Source: an optimization exercise on an open RTL-to-GDS flow (aim: small area, a short achievable clock period and few clock cycles). Production flows keep margins and buffers that such runs may drop.
The RTL was checked by simulation tests, not by an equivalence proof against the original design.
Power is estimated from default activity; no workload was simulated.

## flow/run.sh

```bash
#!/bin/bash
# synth_recipe.tcl (not shown) runs the flow's synth.tcl, then flattens the netlist and writes it again
# the make line also repeats each setting of config.mk as NAME=value (left out here)
make -C /OpenROAD-flow-scripts/flow DESIGN_CONFIG=/design/flow/config.mk WORK_HOME=/design/flow/orfs CLKGATE_MAP_FILE= SYNTH_SCRIPT=/design/flow/synth_recipe.tcl finish
```

## flow/config.mk

```make
export PLATFORM = sky130hd
export DESIGN_NAME = ang_track
export DESIGN_NICKNAME = ang_track
export VERILOG_FILES = /design/flow/design.v
export SDC_FILE = /design/flow/constraint.sdc
export NUM_CORES = 4
export LEC_CHECK = 0
export CAP_MARGIN = 20
export CORE_MARGIN = 2
export CORE_UTILIZATION = 40
export SETUP_SLACK_MARGIN = 4
export SLEW_MARGIN = 20
```

## flow/constraint.sdc

```tcl
create_clock -name core_clock -period 10.0 [get_ports {clk}]
set_input_delay 2.0000 -clock core_clock [delete_from_list [all_inputs] [get_ports {clk}]]
set_output_delay 2.0000 -clock core_clock [all_outputs]
set_load 0.01 [all_outputs]
```

## flow/design.v

```verilog
module ang_track (
    input  wire        clk,
    input  wire        rst,             
    input  wire        load,
    input  wire [63:0] load_angle,
    input  wire [63:0] load_speed,
    input  wire [47:0] load_t,
    input  wire [15:0] load_k,
    input  wire [15:0] cfg_ppr,
    input  wire [3:0]  cfg_kp,
    input  wire [3:0]  cfg_ks,
    input  wire        cmd_valid,
    output wire        cmd_ready,
    input  wire        cmd_epoch,       
    input  wire [47:0] cmd_t,
    output reg         res_valid,
    output wire [63:0] res_angle,
    output wire [31:0] res_speed
);
    reg [63:0] theta;
    reg [63:0] spd;
    reg [47:0] tt;
    reg [15:0] k;
    reg [15:0] bhi;         
    reg [63:0] pub;
    reg [15:0] ppr;
    reg [3:0]  kp;
    reg [3:0]  ks;
    reg [47:0] pitch;       
    reg        st_idle, st_pset, st_pdiv, st_set, st_run;
    reg        t_mul;       
    reg        t_pred;      
    reg        t_diff;      
    reg        t_shift;     
    reg        t_upd;       
    reg        t_cmp;       
    reg        p_div;       
    reg        p_shift;     
    reg        p_add;       
    reg        ep;
    reg        gt;          
    reg [47:0] dt;          
    reg [79:0] acc;         
    reg [4:0]  mi;          
    reg        b_neg, b_two, b_zero;    
    reg [64:0] qd;          
    reg [47:0] rm;          
    reg [3:0]  s8;          
    reg [5:0]  dn;          
    reg        dv_fin;      
    reg [15:0] rs;          
    reg [47:0] qm;          
    reg [4:0]  sn;          
    reg        sd_busy;
    reg [3:0]  sc;          
    reg [3:0]  sk;          
    assign cmd_ready = st_idle;
    assign res_angle = ep ? (gt ? acc[79:16] : pub) : theta;
    assign res_speed = spd[47:16];
    wire ld_ok  = st_idle || st_pset || st_pdiv;
    wire accept = cmd_valid && st_idle && !load;
    wire [16:0] k1     = {1'b0, k} + 17'd1;
    wire        wrap   = !(k1 < {1'b0, ppr});
    wire [15:0] kn     = wrap ? 16'd0 : k1[15:0];
    wire [15:0] bn     = wrap ? bhi + 16'd1 : bhi;
    function [6:0] blen64(input [63:0] v);
        integer i;
        begin
            blen64 = 7'd0;
            for (i = 0; i < 64; i = i + 1)
                if (v[i]) blen64 = i + 1;
        end
    endfunction
    wire [6:0] p_len  = blen64({48'd0, ppr});
    wire       p_pow2 = ((ppr & (ppr - 16'd1)) == 16'd0);
    wire [6:0] bn_len = st_pset ? 7'd49 : 7'd65 - p_len + {6'd0, p_pow2};
    wire [6:0] bd_len = blen64({16'd0, dt});
    wire [7:0] zq     = 8'd63 + {1'b0, bd_len} - {1'b0, bn_len};
    wire [3:0] s8_set = (bd_len == 7'd0) ? 4'd0 :
                        (zq[7:3] >= 5'd8) ? 4'd8 : {1'b0, zq[5:3]};
    wire [5:0] dn_set = 6'd32 - {s8_set, 2'd0};
    wire [49:0] dtx    = {1'b0, dt, 1'b0};
    function [2:0] field(input [49:0] v, input [4:0] j);
        integer i;
        begin
            field = 3'd0;
            for (i = 0; i < 25; i = i + 1)
                if (j == i) field = v[2*i +: 3];
        end
    endfunction
    wire [4:0]  mtop   = bd_len[5:1];       
    wire [4:0]  fidx   = (st_set ? mtop : mi) - 5'd1;
    wire [2:0]  fnext  = field(dtx, fidx);
    wire        top2   = bd_len[0] && fnext[2] && (mtop != 5'd0);
    wire op_diff = t_diff && !sd_busy;
    wire th_busy = t_mul || t_pred || op_diff || t_upd || t_cmp;
    wire op_sub  = p_div && dv_fin && !th_busy;
    wire op_add  = p_add && !th_busy;
    wire [64:0] b_mag  = b_zero ? 65'd0 : b_two ? {spd, 1'b0} : {1'b0, spd};
    wire [79:0] b_term = {15'd0, b_mag} ^ {80{b_neg}};
    wire [63:0] meas   = {bhi, qm};
    wire        cin_hi = t_cmp || op_sub || st_idle;
    wire [63:0] x_hi = ({64{t_mul}}            & acc[77:14]) |
                       ({64{t_pred || t_cmp}}  & acc[79:16]) |
                       ({64{t_upd}}            & ~acc[79:16]) |
                       ({64{op_diff}}          & ~meas) |
                       ({64{op_sub || op_add}} & qd[63:0]) |
                       ({64{st_idle}}          & {16'd0, cmd_t});
    wire [15:0] x_lo = {16{t_mul}} & {acc[13:0], 2'b00};
    wire [63:0] y_hi = ({64{t_mul}}                      & b_term[79:16]) |
                       ({64{t_pred || op_diff || t_upd}} & theta) |
                       ({64{t_cmp}}                      & ~pub) |
                       ({64{op_sub}}                     & ~spd) |
                       ({64{op_add}}                     & spd) |
                       ({64{st_idle}}                    & {16'hFFFF, ~tt});
    wire [15:0] y_lo = t_mul ? b_term[15:0] : {16{cin_hi}};
    wire        cin  = (t_mul && b_neg) || cin_hi;
    wire [80:0] sum  = {1'b0, x_hi, x_lo} + {1'b0, y_hi, y_lo} + {80'd0, cin};
    wire [63:0] s_hi = sum[79:16];
    wire        cout = sum[80];
    wire [51:0] d_rr   = {2'b00, rm, qd[63:62]};
    wire [51:0] d_n1   = ~{4'd0, dt};
    wire [51:0] d_n2   = ~{3'd0, dt, 1'b0};
    wire [51:0] d_t1   = d_rr + d_n1 + 52'd1;
    wire [51:0] d_t2   = d_rr + d_n2 + 52'd1;
    wire [51:0] d_cs   = d_rr ^ d_n1 ^ d_n2;
    wire [51:0] d_cc   = {(d_rr[50:0] & d_n1[50:0]) | (d_rr[50:0] & d_n2[50:0]) |
                          (d_n1[50:0] & d_n2[50:0]), 1'b0};
    wire [51:0] d_t3   = d_cs + d_cc + 52'd2;
    wire [1:0]  d_q    = !d_t3[51] ? 2'd3 : !d_t2[51] ? 2'd2 :
                         !d_t1[51] ? 2'd1 : 2'd0;
    wire [47:0] d_r2   = !d_t3[51] ? d_t3[47:0] : !d_t2[51] ? d_t2[47:0] :
                         !d_t1[51] ? d_t1[47:0] : d_rr[47:0];
    wire [16:0] s_sh1  = {rs, 1'b0};
    wire [17:0] s_df1  = {1'b0, s_sh1} - {2'b00, ppr};
    wire        s_f1   = !s_df1[17];
    wire [15:0] s_r1   = s_f1 ? s_df1[15:0] : s_sh1[15:0];
    wire [16:0] s_sh2  = {s_r1, 1'b0};
    wire [17:0] s_df2  = {1'b0, s_sh2} - {2'b00, ppr};
    wire        s_f2   = !s_df2[17];
    wire [15:0] s_r2   = s_f2 ? s_df2[15:0] : s_sh2[15:0];
    wire th_fin = !(t_mul || t_pred || t_diff || t_shift || t_upd || t_cmp) ||
                  t_upd || t_cmp;
    wire p_fin  = !(p_div || p_shift || p_add) || op_add;
    always @(posedge clk) begin
        if (sn != 5'd0) begin
            rs <= s_r2;
            qm <= {qm[45:0], s_f1, s_f2};
            sn <= sn - 5'd1;
            if (sn == 5'd1)
                sd_busy <= 1'b0;
        end
        if (st_pdiv || st_run) begin
            if (s8 != 4'd0) begin
                rm <= {rm[39:0], qd[63:56]};
                qd <= {qd[64], qd[55:0], 8'd0};
                s8 <= s8 - 4'd1;
                if (s8 == 4'd1 && dn == 6'd0)
                    dv_fin <= 1'b1;
            end else if (dn != 6'd0) begin
                rm <= d_r2;
                qd <= {qd[64], qd[61:0], d_q};
                dn <= dn - 6'd1;
                if (dn == 6'd1)
                    dv_fin <= 1'b1;
            end
        end
        if (res_valid && ep && gt)
            pub <= acc[79:16];
        res_valid <= 1'b0;
        if (st_idle && accept) begin
            ep      <= cmd_epoch;
            dt      <= s_hi[47:0];              
            qd      <= {1'b0, pitch, 16'd0};
            st_idle <= 1'b0;
            st_set  <= 1'b1;
            if (!cmd_epoch) begin
                tt  <= cmd_t;
                k   <= kn;
                bhi <= bn;
            end
        end
        if (st_pset) begin
            rs      <= kn;
            sn      <= 5'd24;
            sd_busy <= 1'b1;
            rm      <= 48'd0;
            s8      <= s8_set;
            dn      <= dn_set;
            dv_fin  <= 1'b0;
            st_pset <= 1'b0;
            st_pdiv <= 1'b1;
        end
        if (st_pdiv && dv_fin) begin
            pitch   <= qd[47:0];
            st_pdiv <= 1'b0;
            st_idle <= 1'b1;
        end
        if (st_set) begin
            acc    <= (bd_len == 7'd0) ? 80'd0 :
                      top2 ? {15'd0, spd, 1'b0} : {16'd0, spd};
            mi     <= fidx;
            b_neg  <= fnext[2] && !(fnext[1] && fnext[0]);
            b_two  <= (fnext == 3'b011) || (fnext == 3'b100);
            b_zero <= (fnext == 3'b000) || (fnext == 3'b111);
            if (mtop == 5'd0)
                t_pred <= 1'b1;
            else
                t_mul  <= 1'b1;
            rm     <= 48'd0;
            dv_fin <= 1'b0;
            if (ep) begin
                s8 <= 4'd0;
                dn <= 6'd0;
            end else begin
                s8    <= s8_set;
                dn    <= dn_set;
                p_div <= 1'b1;
            end
            st_set <= 1'b0;
            st_run <= 1'b1;
        end
        if (t_mul) begin
            acc    <= sum[79:0];
            mi     <= fidx;
            b_neg  <= fnext[2] && !(fnext[1] && fnext[0]);
            b_two  <= (fnext == 3'b011) || (fnext == 3'b100);
            b_zero <= (fnext == 3'b000) || (fnext == 3'b111);
            if (mi == 5'd0) begin
                t_mul  <= 1'b0;
                t_pred <= 1'b1;
            end
        end
        if (t_pred) begin
            acc[79:16] <= s_hi;
            t_pred     <= 1'b0;
            if (ep)
                t_cmp  <= 1'b1;
            else begin
                theta  <= s_hi;
                t_diff <= 1'b1;
            end
        end
        if (op_diff) begin
            acc[79:16] <= s_hi;
            sc         <= kp;
            t_diff     <= 1'b0;
            if (kp == 4'd0)
                t_upd   <= 1'b1;
            else
                t_shift <= 1'b1;
            rs      <= kn;
            sn      <= 5'd24;
            sd_busy <= 1'b1;
        end
        if (t_shift) begin
            acc[79:16] <= {acc[79], acc[79:17]};
            sc         <= sc - 4'd1;
            if (sc == 4'd1) begin
                t_shift <= 1'b0;
                t_upd   <= 1'b1;
            end
        end
        if (t_upd) begin
            theta <= s_hi;
            t_upd <= 1'b0;
        end
        if (t_cmp) begin
            gt    <= cout;
            t_cmp <= 1'b0;
        end
        if (op_sub) begin
            qd    <= {~spd[63] ^ cout, s_hi};
            sk    <= ks;
            p_div <= 1'b0;
            if (ks == 4'd0)
                p_add   <= 1'b1;
            else
                p_shift <= 1'b1;
        end
        if (p_shift) begin
            if (sk[3:2] != 2'd0) begin
                qd <= {{4{qd[64]}}, qd[64:4]};
                sk <= sk - 4'd4;
            end else begin
                qd <= {qd[64], qd[64:1]};
                sk <= sk - 4'd1;
            end
            if (sk == 4'd4 || sk == 4'd1) begin
                p_shift <= 1'b0;
                p_add   <= 1'b1;
            end
        end
        if (op_add) begin
            spd   <= s_hi;
            p_add <= 1'b0;
        end
        if (st_run && th_fin && p_fin) begin
            res_valid <= 1'b1;
            st_run    <= 1'b0;
            st_idle   <= 1'b1;
        end
        if (load && ld_ok) begin
            theta   <= load_angle;
            pub     <= load_angle;
            spd     <= load_speed;
            tt      <= load_t;
            k       <= load_k;
            bhi     <= load_angle[63:48];
            ppr     <= cfg_ppr;
            kp      <= cfg_kp;
            ks      <= cfg_ks;
            dt      <= {32'd0, cfg_ppr};
            qd      <= {1'b0, 64'h0001_0000_0000_0000};
            st_idle <= 1'b0;
            st_pdiv <= 1'b0;
            st_pset <= 1'b1;
        end
        if (rst) begin
            st_idle   <= 1'b1;
            st_pset   <= 1'b0;
            st_pdiv   <= 1'b0;
            st_set    <= 1'b0;
            st_run    <= 1'b0;
            t_mul     <= 1'b0;
            t_pred    <= 1'b0;
            t_diff    <= 1'b0;
            t_shift   <= 1'b0;
            t_upd     <= 1'b0;
            t_cmp     <= 1'b0;
            p_div     <= 1'b0;
            p_shift   <= 1'b0;
            p_add     <= 1'b0;
            res_valid <= 1'b0;
            sn        <= 5'd0;
            sd_busy   <= 1'b0;
        end
    end
endmodule
```

==> results by group, run 1 <==
Clock tree
  • TritonCTS clock tree: yes
  • H-tree Lvls: 3
  • Clock transition at path regs: 0.06 ns
  • CTS sink count: approximately 700
  • Clock latency on the worst-skew pair: 0.72 ns
  • Root Buffer: clkbuf_16
  • Total CTS buffers: between 80 and 90
  • Clk buf depth: 3
  • Post-CTS Hold Buffers: 0

Die
  • Die area: 146000 µm²
  • Die height: approximately 380 µm
  • Initial Utilization: 40.4%
  • I/O pins: ~370
  • Die Wd: 383 µm
  • CORE AREA: 142000 µm²
  • Row cnt: 138

Global route
  • Busiest layer in global routing: met2
  • Via count of the first global-routing pass: 53800
  • Initial antenna violation count: 9
  • GR Util met3: 5.69%
  • GR Layer Usage met1: 41.4%
  • Largest net degree at the start of global routing: 166
  • Global route overflow: 0
  • Gr usage total: 31.1%
  • Global-route wire length before repair: 348000 µm
  • GR Layer Usage met2: 49.1%

Job
  • Max-cap violation count: 0

Routing
  • Routed len/inst: 25.9 µm
  • Initial DRC count: 6531
  • Vias: roughly 57000
  • Drt drc: 0
  • Vias per cell: 6.22
  • First-pass iteration count of the detailed router: 9
  • ANT nets after route: 0
  • Final WL: 236000 µm

Layout
  • Area delta synth->final: 15.1%
  • Share of post-route cells with drive strength above 1: between 5 and 6%
  • Nets: 7800
  • Fill count: 14000

Timing
  • Fin Setup TNS: 0 ns
  • Final-report hold violation count: 0
  • Post-route worst setup slack: 4.10 ns
  • Worst-Margin Slew: 1.15 ns
  • Max Slew Vio Count: 0
  • Worst Skew: 0.0517 ns
  • RSZ-0062 raised after global routing: false
  • Slew HR: a little under a quarter
  • Crit share post-route: 59.0%
  • Achievable Freq: 0.169 GHz
  • Min Tclk post-route: 5.90 ns
  • Final Setup Violations: 0

Worst setup path
  • Worst Path Required: 10.44 ns
  • Startpoint types: flip-flop
  • Crit Path Max Fanout: 33
  • CP max stage delay: 0.65 ns
  • Critical path's slowest cell: or4_1
  • Buf+Inv Stages, Crit Path: 4
  • CP Capture Type: flip-flop
  • CP Cell Sequence: or4_1 -> nor3b_1 -> a41oi_2 -> o21ai_0 -> a2bb2oi_2 -> ha_4 -> buf_4 -> nand2_1 -> nor4_2 -> nor4_4 -> buf_6 -> mux4_2 -> nand4_1 -> a211oi_1 -> o31a_2 -> nor3b_4 -> buf_4 -> bufbuf_16 -> and4b_2 -> a221o_1
  • R2R depth: 20
  • Crit path max-delay family: simple AND/OR/NAND/NOR gates
  • Worst EP arrival: 6.35 ns
  • Most used cell, CP: buf_4
  • R2R setup slack: 4.10 ns
  • FF-to-FF End: acc[64]
  • Critical path class: flip-flop to flip-flop
  • R2r startpoint: dt[32]

Logic synthesis
  • Net Count, Synth: 7661
  • Synth Instances: 6995
  • Asr flop ratio synth: 0%
  • Yosys reg bits: 699
  • Mean area per synthesized cell: 8.20 µm²
  • Seq/Total Area, Yosys: approximately a third
  • Cell variety after synth: 96
  • Post-Syn Area: 57300 µm²
  • YS warnings: 2
  • Top FF cell, synth: edfxtp_1
  • EDFF count, synth: 532

Placement
  • Port Buffers: 366
  • Gp weighted congestion: 0.971
  • Hpwl dp: 170000 µm
  • Pre-CTS WS: about 2.8 ns

Hold path
  • Hold endpoint: qm[28]
  • Worst Hold Class: flip-flop to flip-flop
  • Number of cells on the worst hold path: 0
  • Min-delay src: qm[26]

Power and ir drop
  • PwrDens: 325 nW/µm²
  • Total power draw: 21.5 mW
  • Worst IR Drop VDD: 0.432 mV
  • Leak Pwr: 26.6 nW

Run status
  • Outcome: complete, no violations
how the worst max path moves through the flow:
| stage | start | end | slack [ns] | depth (start not counted) |
|---|---|---|---|---|
| after floorplan | ppr[1] | rs[11] | 4.24 | 24 |
| after CTS | t_mul | acc[78] | 3.99 | 19 |
| after detailed placement | cmd_t[24] | qd[43] | 2.84 | 16 |
| after global routing | cmd_t[24] | theta[61] | 3.99 | 17 |
| after global placement | cmd_t[24] | qd[43] | 2.89 | 16 |
| final | dt[32] | acc[64] | 4.10 | 20 |
what timing repair did:
action                                  CTS  global route
endpoints found under the setup margin  266           224
cloned                                    3             1
pin swaps                                 3             9
buffers inserted                          7            11
resized for setup                        27            49
cells in the final DEF, fill, tap and decap left out, types with 34 or more instances in the layout:
cell type	count
nor2_1	518
a21o_1	142
o21bai_1	36
o21ai_0	419
o211ai_1	60
a21oi_1	557
clkdlybuf4s50_1	366
nand2_1	1417
inv_1	281
o21a_1	65
xnor2_1	169
buf_4	103
dfxtp_1	160
nor2b_1	36
a22oi_1	55
a211oi_1	63
o2111ai_1	78
o31ai_1	34
o22ai_1	40
and2_1	37
nor3_1	82
ha_1	344
nand4_1	34
xor2_1	142
nand3_1	162
fa_1	52
a31oi_1	89
a222oi_1	48
nand2b_1	42
o221ai_1	45
mux2i_1	242
a221oi_1	79
o21ai_1	40
clkbuf_16	86
edfxtp_1	532
synthesized netlist by cell type (all sizes together) (40+ instances only):
master   number  area share [%]
nand2      1424             9.3
a21oi       562             4.9
edfxtp      532              28
nor2        531             3.5
o21ai       461             4.0
ha          345             7.5
clkbuf      331             2.2
inv         286             1.9
mux2i       242             4.2
xnor2       170             2.6
dfxtp       167             5.8
nand3       163             1.4
xor2        147             2.2
a21o        142             1.9
buf         102            0.96
a31oi        90            0.98
nor3         84            0.74
a221oi       81             1.2
o2111ai      78             1.2
a211oi       71            0.96
o21a         65            0.85
o211ai       60            0.79
a22oi        55            0.72
fa           52             1.8
a222oi       48            0.84
o221ai       45            0.69
nand2b       44            0.48
o22ai        40            0.44
power by group:
part / switching [mW] / leakage [nW] / internal, mW
Combinational: 7.98 / 18.7 / 5.12
Sequential: 0.973 / 6.49 / 4.07
Clock: 1.42 / 1.40 / 1.92
worst register-to-register path: cells and delay by family (launching register included):
family	cells	cell delay, ns
DFF	1	0.46
and+or+nand+nor	8	2.03
muxes	1	0.55
adders and majority gates	1	0.22
AOI/OAI and AO/OA	6	1.53
buffers and inverters	4	0.88
metal layers:
| metal | share of wire, % | wire length [µm] |
|---|---|---|
| met1 | 41 | 96800 |
| met2 | 45 | 105000 |
| met3 | 9.5 | 22400 |
| met4 | 4.7 | 11100 |
| met5 | 0.019 | 45 |
layout make-up:
cell class / count / area (µm²) / share of cell area [%]
well taps: 1890 / 2360 / 3.58
clock buffers: 101 / 2230 / 3.38
multi-input cells: 5579 / 35600 / 54.0
clock inverters: 58 / 669 / 1.01
diodes: 1 / 2.50 / 0.00379
repair buffers: 482 / 4660 / 7.06
flip-flops and latches: 699 / 19300 / 29.3
inverters: 287 / 1080 / 1.64
flip-flops by register name, indices dropped and copies added, names as in the netlist, 48 cells and up:
name   flops
qd        65
spd       64
rm        48
acc       80
tt        48
pub       64
theta     64
dt        48
pitch     48
qm        48
cells by family after synthesis:
kind of cell | count (synthesis) | synth area share, %
compound gates | 2069 | 23.6
simple gates | 2538 | 19.0
xor+xnor | 317 | 4.84
fa+ha+maj | 399 | 9.38
flops | 699 | 33.7
buf+inv | 720 | 5.01
mux | 253 | 4.48
stage by stage:
stage / util (%) / instance area [µm²] / cells / hold WS [ns]
3_5_place_dp: 44.1 / 62500 / 8915 / 0.436
2_1_floorplan: - / 57300 / 6995 / 0.427
4_1_cts: 46.3 / 65600 / 9084 / 0.455
6_report: 46.5 / 66000 / 9097 / 0.455
5_1_grt: 46.5 / 66000 / 9096 / 0.461
3_3_place_gp: 44.1 / 62500 / 8915 / 0.434
Testbench counts, summed over its fixed seeds: cycles 117,487.
==> run 2: changes to the inputs <==
--- a/flow/design.v
+++ b/flow/design.v
@@ -28,5 +28,5 @@
     reg [3:0]  ks;
     reg [47:0] pitch;       
-    reg        st_idle, st_pset, st_pdiv, st_set, st_run;
+    reg        st_idle, st_pset, st_pdiv, st_sub, st_set, st_run;
     reg        t_mul;       
     reg        t_pred;      
@@ -38,5 +38,8 @@
     reg        p_shift;     
     reg        p_add;       
+    reg        th_done;     
+    reg        p_done;      
     reg        ep;
+    reg        rsel;        
     reg        gt;          
     reg [47:0] dt;          
@@ -55,9 +58,10 @@
     reg [3:0]  sc;          
     reg [3:0]  sk;          
-    assign cmd_ready = st_idle;
-    assign res_angle = ep ? (gt ? acc[79:16] : pub) : theta;
+    wire fin = st_run && (th_done || t_upd || t_cmp) && (p_done || op_add);
+    assign cmd_ready = st_idle || fin;
+    assign res_angle = rsel ? (gt ? acc[79:16] : pub) : theta;
     assign res_speed = spd[47:16];
     wire ld_ok  = st_idle || st_pset || st_pdiv;
-    wire accept = cmd_valid && st_idle && !load;
+    wire accept = cmd_valid && cmd_ready && !load;
     wire [16:0] k1     = {1'b0, k} + 17'd1;
     wire        wrap   = !(k1 < {1'b0, ppr});
@@ -94,11 +98,10 @@
     wire        top2   = bd_len[0] && fnext[2] && (mtop != 5'd0);
     wire op_diff = t_diff && !sd_busy;
-    wire th_busy = t_mul || t_pred || op_diff || t_upd || t_cmp;
-    wire op_sub  = p_div && dv_fin && !th_busy;
-    wire op_add  = p_add && !th_busy;
+    wire op_sub  = p_div && dv_fin && (th_done || t_shift);
+    wire op_add  = p_add && !t_upd;
     wire [64:0] b_mag  = b_zero ? 65'd0 : b_two ? {spd, 1'b0} : {1'b0, spd};
     wire [79:0] b_term = {15'd0, b_mag} ^ {80{b_neg}};
     wire [63:0] meas   = {bhi, qm};
-    wire        cin_hi = t_cmp || op_sub || st_idle;
+    wire        cin_hi = t_cmp || op_sub || st_sub;
     wire [63:0] x_hi = ({64{t_mul}}            & acc[77:14]) |
                        ({64{t_pred || t_cmp}}  & acc[79:16]) |
@@ -106,5 +109,5 @@
                        ({64{op_diff}}          & ~meas) |
                        ({64{op_sub || op_add}} & qd[63:0]) |
-                       ({64{st_idle}}          & {16'd0, cmd_t});
+                       ({64{st_sub}}           & {16'd0, dt});
     wire [15:0] x_lo = {16{t_mul}} & {acc[13:0], 2'b00};
     wire [63:0] y_hi = ({64{t_mul}}                      & b_term[79:16]) |
@@ -113,5 +116,5 @@
                        ({64{op_sub}}                     & ~spd) |
                        ({64{op_add}}                     & spd) |
-                       ({64{st_idle}}                    & {16'hFFFF, ~tt});
+                       ({64{st_sub}}                     & {16'hFFFF, ~tt});
     wire [15:0] y_lo = t_mul ? b_term[15:0] : {16{cin_hi}};
     wire        cin  = (t_mul && b_neg) || cin_hi;
@@ -140,7 +143,4 @@
     wire        s_f2   = !s_df2[17];
     wire [15:0] s_r2   = s_f2 ? s_df2[15:0] : s_sh2[15:0];
-    wire th_fin = !(t_mul || t_pred || t_diff || t_shift || t_upd || t_cmp) ||
-                  t_upd || t_cmp;
-    wire p_fin  = !(p_div || p_shift || p_add) || op_add;
     always @(posedge clk) begin
         if (sn != 5'd0) begin
@@ -166,18 +166,13 @@
             end
         end
-        if (res_valid && ep && gt)
+        if (res_valid && rsel && gt)
             pub <= acc[79:16];
         res_valid <= 1'b0;
-        if (st_idle && accept) begin
-            ep      <= cmd_epoch;
-            dt      <= s_hi[47:0];              
-            qd      <= {1'b0, pitch, 16'd0};
-            st_idle <= 1'b0;
-            st_set  <= 1'b1;
-            if (!cmd_epoch) begin
-                tt  <= cmd_t;
-                k   <= kn;
-                bhi <= bn;
-            end
+        if (st_sub) begin
+            dt     <= s_hi[47:0];               
+            if (!ep)
+                tt <= dt;
+            st_sub <= 1'b0;
+            st_set <= 1'b1;
         end
         if (st_pset) begin
@@ -208,4 +203,6 @@
             else
                 t_mul  <= 1'b1;
+            th_done <= 1'b0;
+            p_done  <= ep;
             rm     <= 48'd0;
             dv_fin <= 1'b0;
@@ -263,10 +260,12 @@
         end
         if (t_upd) begin
-            theta <= s_hi;
-            t_upd <= 1'b0;
+            theta   <= s_hi;
+            t_upd   <= 1'b0;
+            th_done <= 1'b1;
         end
         if (t_cmp) begin
-            gt    <= cout;
-            t_cmp <= 1'b0;
+            gt      <= cout;
+            t_cmp   <= 1'b0;
+            th_done <= 1'b1;
         end
         if (op_sub) begin
@@ -293,12 +292,25 @@
         end
         if (op_add) begin
-            spd   <= s_hi;
-            p_add <= 1'b0;
+            spd    <= s_hi;
+            p_add  <= 1'b0;
+            p_done <= 1'b1;
         end
-        if (st_run && th_fin && p_fin) begin
+        if (fin) begin
             res_valid <= 1'b1;
+            rsel      <= ep;
             st_run    <= 1'b0;
             st_idle   <= 1'b1;
         end
+        if (accept) begin
+            ep      <= cmd_epoch;
+            dt      <= cmd_t;
+            qd      <= {1'b0, pitch, 16'd0};
+            st_idle <= 1'b0;
+            st_sub  <= 1'b1;
+            if (!cmd_epoch) begin
+                k   <= kn;
+                bhi <= bn;
+            end
+        end
         if (load && ld_ok) begin
             theta   <= load_angle;
@@ -321,4 +333,5 @@
             st_pset   <= 1'b0;
             st_pdiv   <= 1'b0;
+            st_sub    <= 1'b0;
             st_set    <= 1'b0;
             st_run    <= 1'b0;
==> results by group, run 2 <==
Logic synthesis
  • Mean area per synthesized cell: 8.39 µm²
  • Yosys reg bits: 703
  • Count leader, synth: nand2_1
  • Top-area cell type share of the netlist area: between 20% and 30%
  • Synth Instances: 6858
  • Asr flop ratio synth: 0%
  • Cell variety after synth: 111
  • YS warnings: 2
  • Top post-synthesis cells by area: edfxtp_1, ha_1, nand2_1
  • Net Count, Synth: 7524
  • EDFF count, synth: 533
  • Top FF cell, synth: edfxtp_1
  • Post-synth top area cell: edfxtp_1
  • Post-Syn Area: roughly 58000 µm²
  • Top cells by count, synth: nand2_1, a21oi_1, edfxtp_1, nor2_1, o21ai_0
  • Seq/Total Area, Yosys: 33.7%

Clock tree
  • Clock latency on the worst-skew pair: 0.73 ns
  • TritonCTS clock tree: yes
  • Clock transition at path regs: 0.06 ns
  • Post-CTS Hold Buffers: 0
  • Clk buf depth: 3
  • CTS sink count: about 700
  • H-tree Lvls: 3
  • Total CTS buffers: 88
  • Root Buffer: clkbuf_16

Routing
  • First-pass iteration count of the detailed router: 13
  • Routed len/inst: between 30 and 40 µm
  • ANT nets after route: 0
  • Vias: 59300
  • Initial DRC count: 8211
  • Drt drc: 0
  • Final WL: 282000 µm
  • Vias per cell: 6.57

Placement
  • Dpl cells: 8800
  • Gp weighted congestion: 0.996
  • Port Buffers: 366
  • Dpl cell area: about 63000 µm²
  • Hpwl dp: 203000 µm
  • Pre-CTS WS: 2.80 ns

Worst setup path
  • CP Cell Sequence: buf_4 -> or2_2 -> buf_4 -> a222oi_1 -> o2111ai_1 -> ha_1 -> a21oi_1 -> o21ai_0 -> nand3b_1 -> nand3b_1 -> o211ai_1 -> buf_4 -> o21bai_1 -> xor2_1 -> nand2_1 -> a31oi_1
  • R2R setup slack: 3.84 ns
  • Buf+Inv Stages, Crit Path: 3
  • Critical path startpoint: t_cmp
  • Crit path to: dt[15]
  • FF-to-FF End: dt[15]
  • Worst Path Required: 10.40 ns
  • Worst path depth: 16
  • R2R depth: 16
  • Critical path's slowest cell: xor2_1
  • CP max stage delay: 0.91 ns
  • Crit path max-delay family: compound AO/OA/AOI/OAI gates
  • Critical path class: flip-flop to flip-flop
  • Startpoint types: flip-flop
  • Worst EP arrival: 6.56 ns
  • R2r startpoint: t_cmp
  • CP Capture Type: flip-flop
  • Most used cell, CP: buf_4
  • Crit Path Max Fanout: 33

Power and ir drop
  • Cell Int Power: 9.32 mW
  • PwrDens: 253 nW/µm²
  • Gate power share: a little over half
  • Clock share of power: between 20% and 30%
  • Flop pwr share: 26.6%
  • Worst IR Drop VDD: 0.324 mV
  • Leak Pwr: around 27 nW
  • Switching power: between 7 and 8 mW
  • Total power draw: between 15 and 20 mW
  • Sw frac: 45.0%

Die
  • Die area: 147000 µm²
  • Die Wd: 383 µm
  • CORE AREA: ~140000 µm²
  • Row cnt: 139
  • Die height: 383 µm
  • I/O pins: roughly 370
  • Initial Utilization: 40.2%

Layout
  • Commonest non-fill, non-tap cells in the layout: nand2_1, a21oi_1, edfxtp_1, nor2_1, o21ai_0
  • Area delta synth->final: 16.4%
  • Largest register by flop count: acc
  • Layout Cells excl Fill: 9024
  • Largest regs: acc x80, qd x65
  • Nets: 7701
  • Commonest non-fill, non-tap cell in the layout: nand2_1
  • Fin util: 46.8%
  • Final instance area: about 67000 µm²
  • Share of post-route cells with drive strength above 1: under 10%
  • Max reg flops: 80

Global route
  • Global-route wire length before repair: 395000 µm
  • Global route overflow: 0
  • Largest net degree at the start of global routing: 155
  • Via count of the first global-routing pass: 55500
  • Initial antenna violation count: 14
  • Gr usage total: about 37%

Timing
  • Final Setup Violations: 0
  • Crit share post-route: 61.6%
  • Worst Skew: 0.0385 ns
  • Fin Hold WS: 0.461 ns
  • Worst-Margin Slew: 1.27 ns
  • Slew HR: 14.8%
  • Post-route worst setup slack: between 3 and 4 ns
  • Fin Setup TNS: 0 ns
  • RSZ-0062 raised after global routing: true
  • Achievable Freq: 0.162 GHz
  • Min Tclk post-route: between 6 and 7 ns
  • Max Slew Vio Count: 0
  • Final-report hold violation count: 0

Job
  • Max-cap violation count: 0

Run status
  • Outcome: complete, no violations

Hold path
  • Min-delay src: qm[39]
  • Worst Hold Class: flip-flop to flip-flop
-- run 2: changes by cell type after synthesis, sizes merged, moves of 43 or more --
| cell | previous run | this run |
|---|---|---|
| inv | 286 | 184 |
| nand2 | 1424 | 1141 |
| nand2b | 44 | 92 |
| nand3 | 163 | 112 |
| o21ai | 461 | 542 |
| o22ai | 40 | 90 |
| xnor2 | 170 | 228 |
| xor2 | 147 | 104 |
-- run 2: power by group through the flow --
| stage | clock, mW | combinational, mW | sequential (mW) |
|---|---|---|---|
| CTS | 3.51 | 8.51 | 4.45 |
| detailed placement | 0 | 8.42 | 4.50 |
| global route | 3.61 | 9.64 | 4.51 |
| floorplan | 0 | 6.02 | 4.15 |
| finish | 3.52 | 8.92 | 4.51 |
| global placement | 0 | 8.31 | 4.50 |
-- run 2: layer usage --
| layer | global-route usage (%) | share of wire, % | routed length, µm |
|---|---|---|---|
| met1 | 46.2 | 38 | 106000 |
| met2 | 54.9 | 42 | 119000 |
| met3 | 11.4 | 13 | 35900 |
| met4 | 22.0 | 7.3 | 20500 |
| met5 | 0 | 0.033 | 93 |
-- run 2: area by class of cell --
| class | count | area, µm² |
|---|---|---|
| Fill cell | 13900 | 76300 |
| Multi-Input combinational cell | 5511 | 36200 |
| Sequential cell | 703 | 19400 |
| Timing Repair Buffer | 540 | 5180 |
| Clock buffer | 113 | 2420 |
| Tap cell | 1903 | 2380 |
| Inverter | 191 | 764 |
| Clock inverter | 53 | 648 |
| Antenna cell | 10 | 25.0 |
-- run 2: cells by family (layout without fill, tap and decap cells) --
kind of cell | Yosys count | in the layout | synth area share (%)
AO/OA/AOI/OAI | 2270 | 2273 | 25.7
AND/OR/NAND/NOR | 2250 | 2250 | 17.1
flip-flops | 703 | 703 | 33.7
buffers and inverters | 647 | 897 | 4.59
adder cells (fa/ha/maj) | 398 | 398 | 9.33
XOR/XNOR | 332 | 332 | 5.06
multiplexers | 258 | 258 | 4.50
other | 0 | 10 | 0
-- run 2: worst min-delay path by stage --
stage               slack (ns)      to  cells past startpoint
floorplan                 0.41  qd[41]                      2
global placement          0.44  qd[41]                      2
detailed placement        0.44  qm[43]                      0
CTS                       0.46  qm[28]                      0
global route              0.47  qm[41]                      0
finish                    0.46  qm[41]                      0
-- run 2: repair_timing --
item | 4_1_cts | 5_1_grt
resized for setup | 43 | 75
gates cloned | 2 | 1
setup buffers | 4 | 40
pin swaps | 5 | 12
setup endpoints to repair | 230 | 210
-- run 2: worst register-to-register path: cells and delay by family, from the launching register on --
family / cells / cell delay (ns)
xor+xnor: 1 / 0.91
compound gates: 7 / 2.56
fa+ha+maj: 1 / 0.48
flops: 1 / 0.29
buf+inv: 3 / 0.77
simple gates: 4 / 0.84
Testbench counts of run 2, summed over its fixed seeds: cycles 117,583.
==> run 3: changes to the inputs <==
--- a/flow/design.v
+++ b/flow/design.v
@@ -84,4 +84,7 @@
                         (zq[7:3] >= 5'd8) ? 4'd8 : {1'b0, zq[5:3]};
     wire [5:0] dn_set = 6'd32 - {s8_set, 2'd0};
+    wire       dv_go  = st_pdiv || st_run || (st_set && !ep);
+    wire [3:0] s8e    = st_set ? s8_set : s8;
+    wire [5:0] dne    = st_set ? dn_set : dn;
     wire [49:0] dtx    = {1'b0, dt, 1'b0};
     function [2:0] field(input [49:0] v, input [4:0] j);
@@ -151,16 +154,18 @@
                 sd_busy <= 1'b0;
         end
-        if (st_pdiv || st_run) begin
-            if (s8 != 4'd0) begin
+        if (dv_go) begin
+            if (s8e != 4'd0) begin
                 rm <= {rm[39:0], qd[63:56]};
                 qd <= {qd[64], qd[55:0], 8'd0};
-                s8 <= s8 - 4'd1;
-                if (s8 == 4'd1 && dn == 6'd0)
+                s8 <= s8e - 4'd1;
+                dn <= dne;
+                if (s8e == 4'd1 && dne == 6'd0)
                     dv_fin <= 1'b1;
-            end else if (dn != 6'd0) begin
+            end else if (dne != 6'd0) begin
                 rm <= d_r2;
                 qd <= {qd[64], qd[61:0], d_q};
-                dn <= dn - 6'd1;
-                if (dn == 6'd1)
+                s8 <= 4'd0;
+                dn <= dne - 6'd1;
+                if (dne == 6'd1)
                     dv_fin <= 1'b1;
             end
@@ -173,4 +178,6 @@
             if (!ep)
                 tt <= dt;
+            rm     <= 48'd0;
+            dv_fin <= 1'b0;
             st_sub <= 1'b0;
             st_set <= 1'b1;
@@ -205,14 +212,9 @@
             th_done <= 1'b0;
             p_done  <= ep;
-            rm     <= 48'd0;
-            dv_fin <= 1'b0;
             if (ep) begin
                 s8 <= 4'd0;
                 dn <= 6'd0;
-            end else begin
-                s8    <= s8_set;
-                dn    <= dn_set;
+            end else
                 p_div <= 1'b1;
-            end
             st_set <= 1'b0;
             st_run <= 1'b1;
--- a/flow/config.mk
+++ b/flow/config.mk
@@ -9,4 +9,4 @@
 export CORE_MARGIN = 2
 export CORE_UTILIZATION = 40
-export SETUP_SLACK_MARGIN = 4
+export SETUP_SLACK_MARGIN = 3
 export SLEW_MARGIN = 20
==> results by group, run 3 <==
Routing
  • Drt drc: 0
  • First-pass iteration count of the detailed router: 9
  • Initial DRC count: between 8000 and 9000
  • Routed len/inst: 31.5 µm
  • Vias per cell: 6.58
  • Final WL: 284000 µm
  • Vias: 59400
  • ANT nets after route: 0

Worst setup path
  • R2R depth: 17
  • CP Cell Sequence: inv_1 -> fa_1 -> ha_1 -> ha_1 -> a21oi_1 -> nor2_1 -> a211oi_1 -> o31ai_1 -> buf_4 -> a211oi_1 -> a31oi_1 -> a21o_1 -> a31oi_4 -> buf_4 -> nand2_2 -> o21ai_0 -> o22ai_1
  • Buf+Inv Stages, Crit Path: 3
  • Worst Path Required: roughly 11 ns
  • Crit path max-delay family: compound AO/OA/AOI/OAI gates
  • Worst EP arrival: 7.59 ns
  • CP Capture Type: flip-flop
  • CP max stage delay: 0.81 ns
  • Worst path depth: 17
  • Startpoint types: flip-flop
  • Critical path's slowest cell: edfxtp_1
  • Critical path class: flip-flop to flip-flop
  • Crit Path Max Fanout: 45

Hold path
  • Number of cells on the worst hold path: 0
  • Worst Hold Class: flip-flop to flip-flop

Die
  • Die height: approximately 390 µm
  • CORE AREA: 144000 µm²
  • Initial Utilization: 40.4%
  • Row cnt: 139
  • Die area: 148000 µm²
  • I/O pins: 367
  • Die Wd: approximately 390 µm

Timing
  • Max Slew Vio Count: 0
  • Final-report hold violation count: 0
  • Fin Setup TNS: 0 ns
  • Crit share post-route: 70.1%
  • Worst-Margin Slew: 1.28 ns
  • Achievable Freq: 0.143 GHz
  • Worst Skew: 0.0440 ns
  • Min Tclk post-route: about 7 ns
  • Final Setup Violations: 0
  • Slew HR: between 10% and 20%
  • RSZ-0062 raised after global routing: false

Run status
  • Outcome: complete, no violations

Global route
  • Initial antenna violation count: 12
  • Via count of the first global-routing pass: 55900
  • Gr usage total: 36.9%
  • Global route overflow: 0
  • Global-route wire length before repair: 400000 µm
  • Largest net degree at the start of global routing: between 150 and 200

Clock tree
  • Clk buf depth: 3
  • Total CTS buffers: 82
  • Root Buffer: clkbuf_16
  • CTS sink count: between 700 and 800
  • Clock latency on the worst-skew pair: 0.72 ns
  • TritonCTS clock tree: yes
  • Clock transition at path regs: 0.07 ns
  • Post-CTS Hold Buffers: 0
  • H-tree Lvls: 3

Layout
  • Largest register by flop count: acc
  • Area delta synth->final: 16.1%
  • Commonest non-fill, non-tap cell in the layout: nand2_1
  • Largest regs: acc x80, qd x65
  • Nets: 7718
  • Final instance area: just under 70000 µm²
  • Share of post-route cells with drive strength above 1: 7.35%
  • Max reg flops: 80
  • Commonest non-fill, non-tap cells in the layout: nand2_1, nor2_1, edfxtp_1, a21oi_1, o21ai_0
  • Fill count: between 10000 and 15000

Logic synthesis
  • Mean area per synthesized cell: 8.47 µm²
  • Synth Instances: roughly 6900
  • Post-Syn Area: 58100 µm²
  • Net Count, Synth: 7522
  • Top cells by count, synth: nand2_1, nor2_1, edfxtp_1, a21oi_1, o21ai_0
  • EDFF count, synth: 523
  • Count leader, synth: nand2_1
  • Cell variety after synth: 120
  • Asr flop ratio synth: 0%
  • Seq/Total Area, Yosys: 33.2%
  • Top FF cell, synth: edfxtp_1
  • Top-area cell type share of the netlist area: a little over a quarter
  • Top post-synthesis cells by area: edfxtp_1, ha_1, nand2_1
  • Post-synth top area cell: edfxtp_1
  • YS warnings: 2
  • Yosys reg bits: 703

Job
  • Max-cap violation count: 0

Placement
  • Dpl cell area: 63400 µm²
  • Hpwl dp: 207000 µm
  • Port Buffers: 366
  • Gp weighted congestion: 1.01

Power and ir drop
  • Sw frac: 44.8%
  • Switching power: approximately 7.2 mW
  • PwrDens: 238 nW/µm²
  • Worst IR Drop VDD: 0.209 mV
  • Gate power share: 51.6%
  • Flop pwr share: 27.8%
  • Clock share of power: 20.6%
  • Cell Int Power: 8.84 mW
  • Leak Pwr: 27.5 nW
==> run 3: changes by cell type after synthesis, moves of 32 or more <==
cell / delta
a211o_1: +50
a221o_1: +50
nand2_1: -58
a21oi_1: -133
clkbuf_1: -32
xor2_1: +55
xnor2_1: -63
nand3_1: +42
nor2_1: +42
o21ai_0: -56
==> run 3: logic make-up (layout without fill, tap and decap cells) <==
kind of cell	after synthesis	in the layout	share of synthesized area (%)
and+or+nand+nor	2305	2307	17.5
buffers and inverters	649	906	4.74
DFF	703	703	33.2
adders and majority gates	400	400	9.27
muxes	293	293	5.11
other	0	6	0
AOI/OAI and AO/OA	2183	2184	25.3
xor gates and xnor gates	323	323	4.87
==> run 3: what timing repair did <==
item | in CTS | in global routing
gates resized for setup | 51 | 39
setup endpoints to repair | 123 | 128
cloned | 9 | 1
pin swaps | 16 | 25
buffers inserted | 44 | 23
==> run 3: cell type report <==
cell class / instances / area [µm²] / share of cell area [%]
repair buffers: 569 / 5640 / 8.36
well taps: 1903 / 2380 / 3.53
diodes: 6 / 15.0 / 0.0223
flip-flops and latches: 703 / 19300 / 28.7
inverters: 189 / 719 / 1.07
clock inverters: 37 / 502 / 0.744
clock buffers: 111 / 2320 / 3.43
multi-input cells: 5507 / 36500 / 54.2
==> run 3: path summary, 6_finish.rpt <==
kind	end	slack, ns	startpoint
worst max-delay path	rm[13]	2.99	dt[2]
worst min-delay path	qm[29]	0.42	qm[27]
worst max register to register	rm[13]	2.99	dt[2]
worst min register to register	qm[29]	0.42	qm[27]
==> run 3: layer usage <==
layer	up-vias	wire length [µm]	global-route usage, %
li1	25900	-	-
met1	28900	106000	45.7
met2	3785	124000	57.1
met3	867	33700	10.5
met4	12	19900	21.8
met5	-	88	0
==> run 3: power by group through the flow <==
stage	Clock, mW	Sequential (mW)	Combinational, mW
after global routing	3.39	4.46	8.89
final	3.30	4.46	8.27
after CTS	3.29	4.40	7.99
after floorplan	0	4.09	5.43
after detailed placement	0	4.45	7.78
after global placement	0	4.45	7.75
==> run 3: per-stage QoR <==
step	hold WS [ns]	utilization (%)	total power [mW]	std cells	setup slack (ns)
after floorplan	0.418	-	9.52	6856	3.37
final	0.420	46.9	16.0	9025	2.99
after detailed placement	0.437	44.1	12.2	8794	1.28
after CTS	0.430	46.6	15.7	8995	3.01
after global routing	0.449	46.9	16.7	9020	2.95
after global placement	0.429	44.1	12.2	8792	1.47
Testbench counts of run 3, summed over its fixed seeds: cycles 115,423.
==> run 4: changes to the inputs <==
--- a/flow/config.mk
+++ b/flow/config.mk
@@ -9,4 +9,4 @@
 export CORE_MARGIN = 2
 export CORE_UTILIZATION = 40
-export SETUP_SLACK_MARGIN = 3
+export SETUP_SLACK_MARGIN = 4
 export SLEW_MARGIN = 20
==> results by group, run 4 <==
Logic synthesis
  • YS warnings: 2
  • Synth Area in Compound Gates: 25.3%
  • EDFF count, synth: 523
  • Seq/Total Area, Yosys: 33.2%
  • Net Count, Synth: 7522
  • Post-synth top area cell: edfxtp_1
  • Top-area cell type share of the netlist area: a little over a quarter
  • Cell variety after synth: 120
  • Asr flop ratio synth: 0%
  • Post-Syn Area: 58100 µm²
  • Synth Area in XOR/XNOR: 4.87%
  • Simple-Gate Fraction of Synth Area: between 10% and 20%
  • Yosys reg bits: ~700
  • Post-synthesis mux area share: 5.11%
  • Synth Instances: roughly 6900
  • Mean area per synthesized cell: 8.47 µm²
  • Top cells by count, synth: nand2_1, nor2_1, edfxtp_1, a21oi_1, o21ai_0
  • Main combinational cell family by area after synthesis: compound AO/OA/AOI/OAI gates
  • Top post-synthesis cells by area: edfxtp_1, ha_1, nand2_1
  • Count leader, synth: nand2_1
  • Area share of fa/ha/maj cells after synthesis: around 9.3%
  • Top FF cell, synth: edfxtp_1

Routing
  • Metal1 wirelength: about 110000 µm
  • Vias per cell: between 6 and 7
  • ANT nets after route: 0
  • Met3 wire length: 34800 µm
  • Final WL: 289000 µm
  • Drt drc: 0
  • Initial DRC count: roughly 8400
  • Vias: 60300
  • Routed len/inst: 31.7 µm
  • Top sig layer: met5
  • First-pass iteration count of the detailed router: 9
  • WL met2: 126000 µm

Timing
  • Worst-Margin Slew: about 1.3 ns
  • Fin Setup TNS: 0 ns
  • Final Setup Violations: 0
  • Final-report hold violation count: 0
  • Max Slew Vio Count: 0
  • Slew HR: between 10% and 20%
  • Min Tclk post-route: 6.71 ns
  • Worst Skew: 0.0486 ns
  • RSZ-0062 raised after global routing: true
  • Achievable Freq: 0.149 GHz
  • Crit share post-route: 67.1%

Power and ir drop
  • Gate power share: approximately 53%
  • Flop pwr share: between 20% and 30%
  • Total power draw: 16.3 mW
  • PwrDens: 233 nW/µm²
  • Cell Int Power: between 8 and 9 mW
  • Switching power: around 7.3 mW
  • Leak Pwr: 28.3 nW
  • Sw frac: 45.1%
  • Worst IR Drop VDD: 0.168 mV
  • Clock share of power: 20.1%

Clock tree
  • Clock latency on the worst-skew pair: 0.74 ns
  • Total CTS buffers: 83
  • Clk buf depth: 3
  • Post-CTS Hold Buffers: 0
  • Root Buffer: clkbuf_16
  • H-tree Lvls: 3
  • TritonCTS clock tree: yes
  • Clock transition at path regs: 0.07 ns
  • CTS sink count: 703

Worst setup path
  • Worst Path Required: around 11 ns
  • Critical path's slowest cell: or4_4
  • Critical path class: flip-flop to flip-flop
  • R2r startpoint: ppr[6]
  • Critical path startpoint: ppr[6]
  • CP max stage delay: ~0.5 ns
  • Crit Path Max Fanout: 5
  • Startpoint types: flip-flop
  • Worst EP arrival: about 7.3 ns
  • CP Capture Type: flip-flop

Global route
  • Initial antenna violation count: 19
  • Via count of the first global-routing pass: around 57000
  • Global-route wire length before repair: 407000 µm
  • Gr usage total: 37.6%
  • Largest net degree at the start of global routing: a little under 90
  • Global route overflow: 0

Layout
  • Commonest non-fill, non-tap cells in the layout: nand2_1, nor2_1, edfxtp_1, o21ai_0, a21oi_1
  • Commonest non-fill, non-tap cell in the layout: nand2_1
  • Max reg flops: 80
  • Nets: just under 8000
  • Area delta synth->final: 20.1%
  • Largest regs: acc x80, qd x65
  • Share of post-route cells with drive strength above 1: 10.6%
  • Largest register by flop count: acc

Placement
  • Hpwl dp: 207000 µm
  • Gp weighted congestion: 1.01
  • Port Buffers: 366

Die
  • CORE AREA: 144000 µm²
  • Die height: 385 µm
  • Die Wd: 385 µm
  • I/O pins: 367
  • Die area: 148000 µm²
  • Initial Utilization: between 40% and 50%
  • Row cnt: roughly 140

Job
  • Max-cap violation count: 0

Hold path
  • Min-delay src: qm[36]
  • Worst Hold Class: flip-flop to flip-flop

Run status
  • Outcome: complete, no violations
run 4: cell counts after synthesis:
Identical to the previous run, type by type.
run 4: layout make-up:
type / count / area [µm²]
Clock inverter: 42 / 452
Fill cell: 13800 / 74100
Multi-Input combinational cell: 5511 / 37700
Sequential cell: 703 / 19300
Timing Repair Buffer: 647 / 6760
Clock buffer: 114 / 2370
Inverter: 189 / 751
Antenna cell: 6 / 15.0
Tap cell: 1903 / 2380
run 4: path summary, 6_finish.rpt:
path	endpoint	slack (ns)	cells after the start
worst min register to register	qm[38]	0.44	0
worst min-delay path	qm[38]	0.44	0
worst max register to register	rm[17]	3.29	35
worst max-delay path	rm[17]	3.29	35
run 4: worst max-delay path, delay by kind of cell, from the launching register on:
family                   cells  cell delay (ns)
flip-flops                   1             0.44
adder cells (fa/ha/maj)      5             1.32
buffers and inverters        7             0.86
AO/OA/AOI/OAI                9             1.49
AND/OR/NAND/NOR             14             2.48
run 4: cells by family (layout without fill, tap and decap cells):
family	after synthesis	after routing
compound gates	2183	2183
xor+xnor	323	323
fa+ha+maj	400	400
buf+inv	649	992
flops	703	703
mux	293	293
other cells	0	6
simple gates	2305	2312
run 4: power by group through the flow:
stage	sequential [mW]	combinational, mW	clock, mW
CTS	4.38	8.19	3.28
floorplan	4.10	5.47	0
global route	4.45	9.17	3.38
detailed placement	4.44	7.75	0
finish	4.45	8.54	3.28
global placement	4.45	7.70	0
run 4: what timing repair did:
item,4_1_cts,5_1_grt
endpoints found under the hold margin,0,0
setup endpoints to repair,302,262
buffers inserted,118,17
resized for setup,213,124
pin swaps,83,58
gates cloned,21,2
run 4: per-layer routing:
layer / vias up / global-route usage, %
met2: 4031 / 57.9
met3: 908 / 10.6
li1: 26100 / -
met1: 29300 / 46.9
met4: 16 / 22.2
met5: - / 0
run 4: through the flow:
step	worst slack [ns]	cell area (µm²)	std cells	hold WS, ns	utilization (%)
4_1_cts	3.49	68900	9089	0.427	47.9
6_report	3.29	69800	9115	0.444	48.5
2_1_floorplan	3.84	58500	6856	0.425	-
5_1_grt	3.08	69700	9110	0.440	48.5
3_3_place_gp	1.97	63600	8792	0.435	44.2
3_5_place_dp	1.92	63600	8794	0.437	44.2
==> run 5: changes to the inputs <==
--- a/flow/config.mk
+++ b/flow/config.mk
@@ -9,4 +9,4 @@
 export CORE_MARGIN = 2
 export CORE_UTILIZATION = 40
-export SETUP_SLACK_MARGIN = 4
+export SETUP_SLACK_MARGIN = 5
 export SLEW_MARGIN = 20
==> results by group, run 5 <==
Worst setup path
  • Critical path class: flip-flop to flip-flop
  • R2r startpoint: ppr[6]
  • CP Capture Type: flip-flop
  • Most used cell, CP: ha_4
  • Critical path's slowest cell: or4_4
  • CP max stage delay: ~0.54 ns
  • Critical path startpoint: ppr[6]
  • Buf+Inv Stages, Crit Path: 5
  • Crit Path Max Fanout: 7
  • Startpoint types: flip-flop
  • Worst EP arrival: 7.32 ns
  • Crit path max-delay family: simple AND/OR/NAND/NOR gates
  • Worst Path Required: about 11 ns

Placement
  • Dpl cells: about 9000
  • Hpwl dp: between 200000 and 250000 µm
  • Port Buffers: 366
  • Gp weighted congestion: 1.04

Hold path
  • Min-delay src: qm[45]
  • Worst Hold Class: flip-flop to flip-flop

Die
  • Initial Utilization: around two fifths
  • Die height: 385 µm
  • CORE AREA: about 140000 µm²
  • Row cnt: 139
  • I/O pins: 367
  • Die area: 148000 µm²
  • Die Wd: 385 µm

Power and ir drop
  • Leak Pwr: 30.2 nW
  • Worst IR Drop VDD: between 0.2 and 0.25 mV
  • PwrDens: 226 nW/µm²
  • Total power draw: 16.9 mW

Layout
  • Layout Cells excl Fill: 9385
  • Fin util: ~52%
  • Commonest non-fill, non-tap cells in the layout: nand2_1, nor2_1, edfxtp_1, a21oi_1, o21ai_0
  • Commonest non-fill, non-tap cell in the layout: nand2_1
  • Largest register by flop count: acc
  • Area delta synth->final: 28.4%
  • Max reg flops: 80
  • Fill count: 13200
  • Share of post-route cells with drive strength above 1: 16.9%
  • Nets: 8064
  • Largest regs: acc x80, qd x65

Timing
  • Fin Hold WS: roughly 0.44 ns
  • Fin Setup TNS: 0 ns
  • Min Tclk post-route: ~6.7 ns
  • Slew HR: 12.6%
  • Max Slew Vio Count: 0
  • Crit share post-route: 67.3%
  • Final Setup Violations: 0
  • Worst-Margin Slew: roughly 1.3 ns
  • RSZ-0062 raised after global routing: true
  • Final-report hold violation count: 0
  • Achievable Freq: 0.149 GHz
  • Worst Skew: 0.0314 ns

Logic synthesis
  • Cell variety after synth: 120
  • Yosys reg bits: 703
  • YS warnings: 2
  • Post-Syn Area: 58100 µm²
  • Count leader, synth: nand2_1
  • Top cells by count, synth: nand2_1, nor2_1, edfxtp_1, a21oi_1, o21ai_0
  • Post-synth top area cell: edfxtp_1
  • Seq/Total Area, Yosys: 33.2%
  • Asr flop ratio synth: 0%
  • Net Count, Synth: 7522
  • Top post-synthesis cells by area: edfxtp_1, ha_1, nand2_1
  • Top-area cell type share of the netlist area: 27.0%
  • Mean area per synthesized cell: 8.47 µm²
  • Top FF cell, synth: edfxtp_1
  • Synth Instances: around 6900
  • EDFF count, synth: between 500 and 600

Routing
  • Routed len/inst: ~32 µm
  • First-pass iteration count of the detailed router: 9
  • Vias: about 63000
  • Final WL: 300000 µm
  • Vias per cell: 6.66
  • Drt drc: 0
  • ANT nets after route: 0
  • Initial DRC count: 9002

Clock tree
  • TritonCTS clock tree: yes
  • Clock transition at path regs: 0.06 ns
  • Total CTS buffers: 83
  • CTS sink count: 703
  • H-tree Lvls: 3
  • Clock latency on the worst-skew pair: 0.71 ns
  • Clk buf depth: 3
  • Root Buffer: clkbuf_16

Run status
  • Outcome: complete, no violations

Job
  • Max-cap violation count: 0

Global route
  • Via count of the first global-routing pass: 57700
  • Gr usage total: 38.2%
  • Largest net degree at the start of global routing: 114
  • Global-route wire length before repair: 413000 µm
  • Global route overflow: 0
  • Initial antenna violation count: 20
[run 5: cell counts after synthesis]
Identical to the previous run, type by type.
[run 5: worst paths after layout]
| path | endpoint | depth (start not counted) | slack [ns] |
|---|---|---|---|
| setup / recovery | qd[41] | 34 | 3.27 |
| hold / removal | qm[47] | 0 | 0.44 |
| setup reg to reg | qd[41] | 34 | 3.27 |
| hold reg to reg | qm[47] | 0 | 0.44 |
[run 5: kinds of logic (layout without fill, tap and decap cells)]
| kind of cell | after synthesis | after routing | synth area share (%) |
|---|---|---|---|
| AOI/OAI and AO/OA | 2183 | 2183 | 25.3 |
| xor gates and xnor gates | 323 | 323 | 4.87 |
| buffers and inverters | 649 | 1252 | 4.74 |
| other | 0 | 16 | 0 |
| and+or+nand+nor | 2305 | 2312 | 17.5 |
| adders and majority gates | 400 | 400 | 9.27 |
| muxes | 293 | 293 | 5.11 |
| DFF | 703 | 703 | 33.2 |
[run 5: per-layer routing]
metal | track usage [%] | routed length [µm]
met2 | 57.9 | 127000
met1 | 47.4 | 109000
met4 | 21.7 | 23400
met3 | 12.7 | 41400
met5 | 0 | 67
[run 5: metrics by stage]
stage	setup slack, ns	cell area (µm²)
5_1_grt	3.13	74600
2_1_floorplan	3.84	58500
3_5_place_dp	1.84	63600
4_1_cts	3.50	71100
3_3_place_gp	1.95	63600
6_report	3.27	74600
[run 5: cell type report]
cell class | count | area [µm²] | area share [%]
Inverter | 189 | 797 | 1.07
Tap cell | 1903 | 2380 | 3.19
Clock buffer | 126 | 2470 | 3.31
Timing Repair Buffer | 907 | 9810 | 13.1
Clock inverter | 27 | 219 | 0.293
Multi-Input combinational cell | 5511 | 39500 | 53.0
Sequential cell | 703 | 19300 | 25.9
Timing Repair inverter | 3 | 23.8 | 0.0319
Antenna cell | 16 | 40.0 | 0.0537
[run 5: where the power goes]
group          internal, mW  switching, mW
Clock                  1.78           1.38
Combinational          3.79           5.46
Sequential             3.78          0.691
Total                  9.35           7.54
[run 5: timing repair]
item / 4_1_cts / 5_1_grt
hold buffers: 0 / 0
setup buffers: 202 / 178
resized for setup: 463 / 370
pin swaps: 131 / 145
setup endpoints to repair: 452 / 348
endpoints found under the hold margin: 0 / 0
gates cloned: 32 / 16
[run 5: worst reg2reg max path, delay by kind of cell, from the launching register on]
kind	cells	cell delay (ns)
AOI/OAI and AO/OA	12	1.81
buffers and inverters	5	0.70
and+or+nand+nor	12	2.25
adders and majority gates	5	1.45
DFF	1	0.42
==> run 6: changes to the inputs <==
--- a/flow/design.v
+++ b/flow/design.v
@@ -28,4 +28,7 @@
     reg [3:0]  ks;
     reg [47:0] pitch;       
+    reg [7:0]  zc;          
+    reg [8:0]  zoh;         
+    reg        zall;        
     reg        st_idle, st_pset, st_pdiv, st_sub, st_set, st_run;
     reg        t_mul;       
@@ -78,7 +81,6 @@
     wire [6:0] p_len  = blen64({48'd0, ppr});
     wire       p_pow2 = ((ppr & (ppr - 16'd1)) == 16'd0);
-    wire [6:0] bn_len = st_pset ? 7'd49 : 7'd65 - p_len + {6'd0, p_pow2};
     wire [6:0] bd_len = blen64({16'd0, dt});
-    wire [7:0] zq     = 8'd63 + {1'b0, bd_len} - {1'b0, bn_len};
+    wire [7:0] zq     = (st_pset ? 8'd14 : zc) + {1'b0, bd_len};
     wire [3:0] s8_set = (bd_len == 7'd0) ? 4'd0 :
                         (zq[7:3] >= 5'd8) ? 4'd8 : {1'b0, zq[5:3]};
@@ -87,4 +89,12 @@
     wire [3:0] s8e    = st_set ? s8_set : s8;
     wire [5:0] dne    = st_set ? dn_set : dn;
+    reg        sk8;
+    integer    zi;
+    always @(*) begin
+        sk8 = zall;
+        for (zi = 0; zi < 9; zi = zi + 1)
+            sk8 = sk8 | (zoh[zi] & (|(dt >> zi)));
+    end
+    wire       skip   = st_set ? sk8 : (s8 != 4'd0);
     wire [49:0] dtx    = {1'b0, dt, 1'b0};
     function [2:0] field(input [49:0] v, input [4:0] j);
@@ -96,8 +106,25 @@
         end
     endfunction
-    wire [4:0]  mtop   = bd_len[5:1];       
-    wire [4:0]  fidx   = (st_set ? mtop : mi) - 5'd1;
+    wire [4:0]  fidx   = mi - 5'd1;
     wire [2:0]  fnext  = field(dtx, fidx);
-    wire        top2   = bd_len[0] && fnext[2] && (mtop != 5'd0);
+    reg  [47:0] lead;
+    reg         top2;
+    reg  [2:0]  fset;
+    reg  [4:0]  mset;
+    integer     li;
+    always @(*) begin
+        for (li = 0; li < 48; li = li + 1)
+            lead[li] = dt[li] && (li == 47 ? 1'b1 : !(|(dt >> (li + 1))));
+        top2 = 1'b0;
+        fset = 3'd0;
+        mset = 5'd0;
+        for (li = 1; li < 48; li = li + 1) begin
+            if (li % 2 == 0)
+                top2 = top2 | (lead[li] & dt[li-1]);
+            fset = fset | ({3{lead[li]}} & dtx[2*((li+1)/2 - 1) +: 3]);
+            mset = mset | ({5{lead[li]}} & ((li + 1) / 2 - 1));
+        end
+    end
+    wire        mul1   = (dt[47:1] == 47'd0);    
     wire op_diff = t_diff && !sd_busy;
     wire op_sub  = p_div && dv_fin && (th_done || t_shift);
@@ -155,5 +182,5 @@
         end
         if (dv_go) begin
-            if (s8e != 4'd0) begin
+            if (skip) begin
                 rm <= {rm[39:0], qd[63:56]};
                 qd <= {qd[64], qd[55:0], 8'd0};
@@ -162,5 +189,5 @@
                 if (s8e == 4'd1 && dne == 6'd0)
                     dv_fin <= 1'b1;
-            end else if (dne != 6'd0) begin
+            end else if (st_set || dn != 6'd0) begin
                 rm <= d_r2;
                 qd <= {qd[64], qd[61:0], d_q};
@@ -184,4 +211,9 @@
         end
         if (st_pset) begin
+            zc      <= {1'b0, p_len} - 8'd2 - {7'd0, p_pow2};
+            for (zi = 0; zi < 9; zi = zi + 1)
+                zoh[zi] <= ({1'b0, p_len} - 8'd2 - {7'd0, p_pow2} == 8'd7 - zi);
+            zall    <= ({1'b0, p_len} - 8'd2 - {7'd0, p_pow2} >= 8'd7) &&
+                       ({1'b0, p_len} < 8'd2 + {7'd0, p_pow2} ? 1'b0 : 1'b1);
             rs      <= kn;
             sn      <= 5'd24;
@@ -200,11 +232,11 @@
         end
         if (st_set) begin
-            acc    <= (bd_len == 7'd0) ? 80'd0 :
+            acc    <= (dt == 48'd0) ? 80'd0 :
                       top2 ? {15'd0, spd, 1'b0} : {16'd0, spd};
-            mi     <= fidx;
-            b_neg  <= fnext[2] && !(fnext[1] && fnext[0]);
-            b_two  <= (fnext == 3'b011) || (fnext == 3'b100);
-            b_zero <= (fnext == 3'b000) || (fnext == 3'b111);
-            if (mtop == 5'd0)
+            mi     <= mset;
+            b_neg  <= fset[2] && !(fset[1] && fset[0]);
+            b_two  <= (fset == 3'b011) || (fset == 3'b100);
+            b_zero <= (fset == 3'b000) || (fset == 3'b111);
+            if (mul1)
                 t_pred <= 1'b1;
             else
--- a/flow/config.mk
+++ b/flow/config.mk
@@ -9,4 +9,4 @@
 export CORE_MARGIN = 2
 export CORE_UTILIZATION = 40
-export SETUP_SLACK_MARGIN = 5
+export SETUP_SLACK_MARGIN = 4
 export SLEW_MARGIN = 20
==> results by group, run 6 <==
Run status
  • Outcome: complete, no violations

Job
  • Max-cap violation count: 0

Placement
  • Port Buffers: ~370
  • Hpwl dp: 224000 µm
  • Gp weighted congestion: 1.03
  • Dpl cell area: 64900 µm²
  • Dpl cells: slightly above 9000

Timing
  • Final-report hold violation count: 0
  • Max Slew Vio Count: 0
  • Achievable Freq: 0.165 GHz
  • Worst Skew: 0.0407 ns
  • Final Setup Violations: 0
  • Worst-Margin Slew: around 1.4 ns
  • RSZ-0062 raised after global routing: true
  • Min Tclk post-route: 6.07 ns
  • Fin Hold WS: 0.456 ns
  • Crit share post-route: 60.7%
  • Slew HR: 9.31%
  • Fin Setup TNS: 0 ns

Worst setup path
  • Worst Path Required: between 10 and 15 ns
  • Most used cell, CP: buf_12
  • Critical path class: flip-flop to flip-flop
  • Startpoint types: flip-flop
  • Critical path's slowest cell: a222oi_1
  • Crit Path Max Fanout: 31
  • CP Cell Sequence: buf_12 -> or2_2 -> buf_12 -> a222oi_1 -> o2111ai_2 -> ha_4 -> nand3_2 -> nor2_2 -> nor4_4 -> nor3_2 -> and3_1 -> a311oi_1 -> buf_4 -> o211ai_1 -> a21o_1 -> xnor2_1 -> o22ai_1 -> mux2_2

Layout
  • Nets: 8008
  • Largest regs: acc x80, qd x65
  • Layout Cells excl Fill: between 9000 and 10000
  • Largest register by flop count: acc
  • Max reg flops: 80
  • Share of post-route cells with drive strength above 1: under 10%
  • Area delta synth->final: 16.5%
  • Fin util: 46.8%
  • Final instance area: between 60000 and 70000 µm²
  • Commonest non-fill, non-tap cells in the layout: nand2_1, nor2_1, a21oi_1, o21ai_0, edfxtp_1

Clock tree
  • H-tree Lvls: 3
  • Clk buf depth: 3
  • CTS sink count: 720
  • Post-CTS Hold Buffers: 0
  • Clock transition at path regs: 0.06 ns
  • Total CTS buffers: 87
  • Root Buffer: clkbuf_16

Routing
  • Vias: 62600
  • Vias per cell: 6.69
  • First-pass iteration count of the detailed router: 10
  • ANT nets after route: 0
  • Routed len/inst: 32.7 µm
  • Drt drc: 0

Die
  • Row cnt: 141
  • Die area: 151000 µm²
  • Die height: 389 µm
  • I/O pins: 367
  • CORE AREA: 147000 µm²
  • Initial Utilization: 40.2%

Power and ir drop
  • Worst IR Drop VDD: 0.206 mV
  • Leak Pwr: around 27 nW
  • PwrDens: 254 nW/µm²

Logic synthesis
  • Top-area cell type share of the netlist area: between 20% and 30%
  • Yosys reg bits: 720
  • Top FF cell, synth: edfxtp_1
  • Count leader, synth: nand2_1
  • Seq/Total Area, Yosys: between 30% and 40%
  • YS warnings: 2
  • Post-synth top area cell: edfxtp_1
  • Asr flop ratio synth: 0%
  • Top post-synthesis cells by area: edfxtp_1, ha_1, nand2_1
  • Synth Instances: 7163

Global route
  • Via count of the first global-routing pass: 58500
  • Largest net degree at the start of global routing: 145
  • Gr usage total: 38.6%
[run 6: changes by cell type in the layout (fill, tap and decap cells not counted), sizes merged, moves of 45 or more]
cell / delta
mux2i: -46
buf: -316
o21ai: +78
a221o: -50
o221ai: -45
a21oi: +129
xor2: -52
a211o: -55
xnor2: +45
[run 6: metrics by stage]
stage,setup slack [ns],power (mW)
after floorplan,4.63,10.6
after global routing,3.94,18.4
after global placement,2.87,13.7
after detailed placement,2.85,13.7
final,3.93,17.6
after CTS,4.00,17.2
[run 6: timing repair]
action	in CTS	in global routing
pin swaps	8	16
gates resized for setup	65	74
cloned	2	1
setup endpoints to repair	319	189
hold endpoints to repair	0	0
buffers inserted	9	40
[run 6: logic make-up (layout without fill, tap and decap cells)]
logic type                 after synthesis  count (layout)  share of synthesized area, %
buffers and inverters                  704             950                          4.72
and+or+nand+nor                       2397            2399                          17.7
muxes                                  284             284                          4.91
adders and majority gates              403             403                          9.16
DFF                                    720             720                          33.4
AOI/OAI and AO/OA                     2339            2339                          25.4
other                                    0               8                             0
xor gates and xnor gates               316             316                          4.67
[run 6: report_power, final]
group | internal [mW] | leakage (nW) | switching, mW
combinational | 3.52 | 18.9 | 5.89
sequential | 3.93 | 6.71 | 0.804
clock | 1.97 | 1.47 | 1.46
total | 9.42 | 27.1 | 8.15
[run 6: worst max-delay path, delay by kind of cell, from the launching register on]
kind / cells / cell delay [ns]
compound gates: 6 / 2.15
simple gates: 6 / 1.13
xor+xnor: 1 / 0.92
buf+inv: 3 / 0.55
flops: 1 / 0.35
fa+ha+maj: 1 / 0.33
mux: 1 / 0.31
[run 6: layout make-up]
type,instances,area (µm²)
repair buffers,575,5540
diodes,8,20.0
multi-input cells,5741,37400
flip-flops and latches,720,19800
clock inverters,48,551
fillers,14300,78400
clock buffers,115,2430
inverters,212,843
well taps,1930,2410
[run 6: worst paths after layout]
path	startpoint	endpoint	slack (ns)	cells past startpoint
setup reg to reg	t_cmp	acc[59]	3.93	18
hold reg to reg	qm[8]	qm[10]	0.46	0
setup / recovery	t_cmp	acc[59]	3.93	18
hold / removal	qm[8]	qm[10]	0.46	0
[run 6: layer usage]
metal	share of wire [%]	GRT usage, %	up-vias	wire [µm]
met2	43	58.5	4326	131000
met4	6.9	22.9	38	21200
met3	12	10.7	1030	38000
met1	38	49.0	30400	116000
met5	0.10	0	-	305
li1	-	-	26800	-
Testbench counts of run 6, summed over its fixed seeds: cycles 115,423.

Check on run 6: ideal ports give 3.925 ns setup slack; a clkbuf_16 on the clock port and buf_2 on the inputs give 3.925 ns; moving port delays by the midpoint clock arrival (0.790 ns) as well gives 3.925 ns.
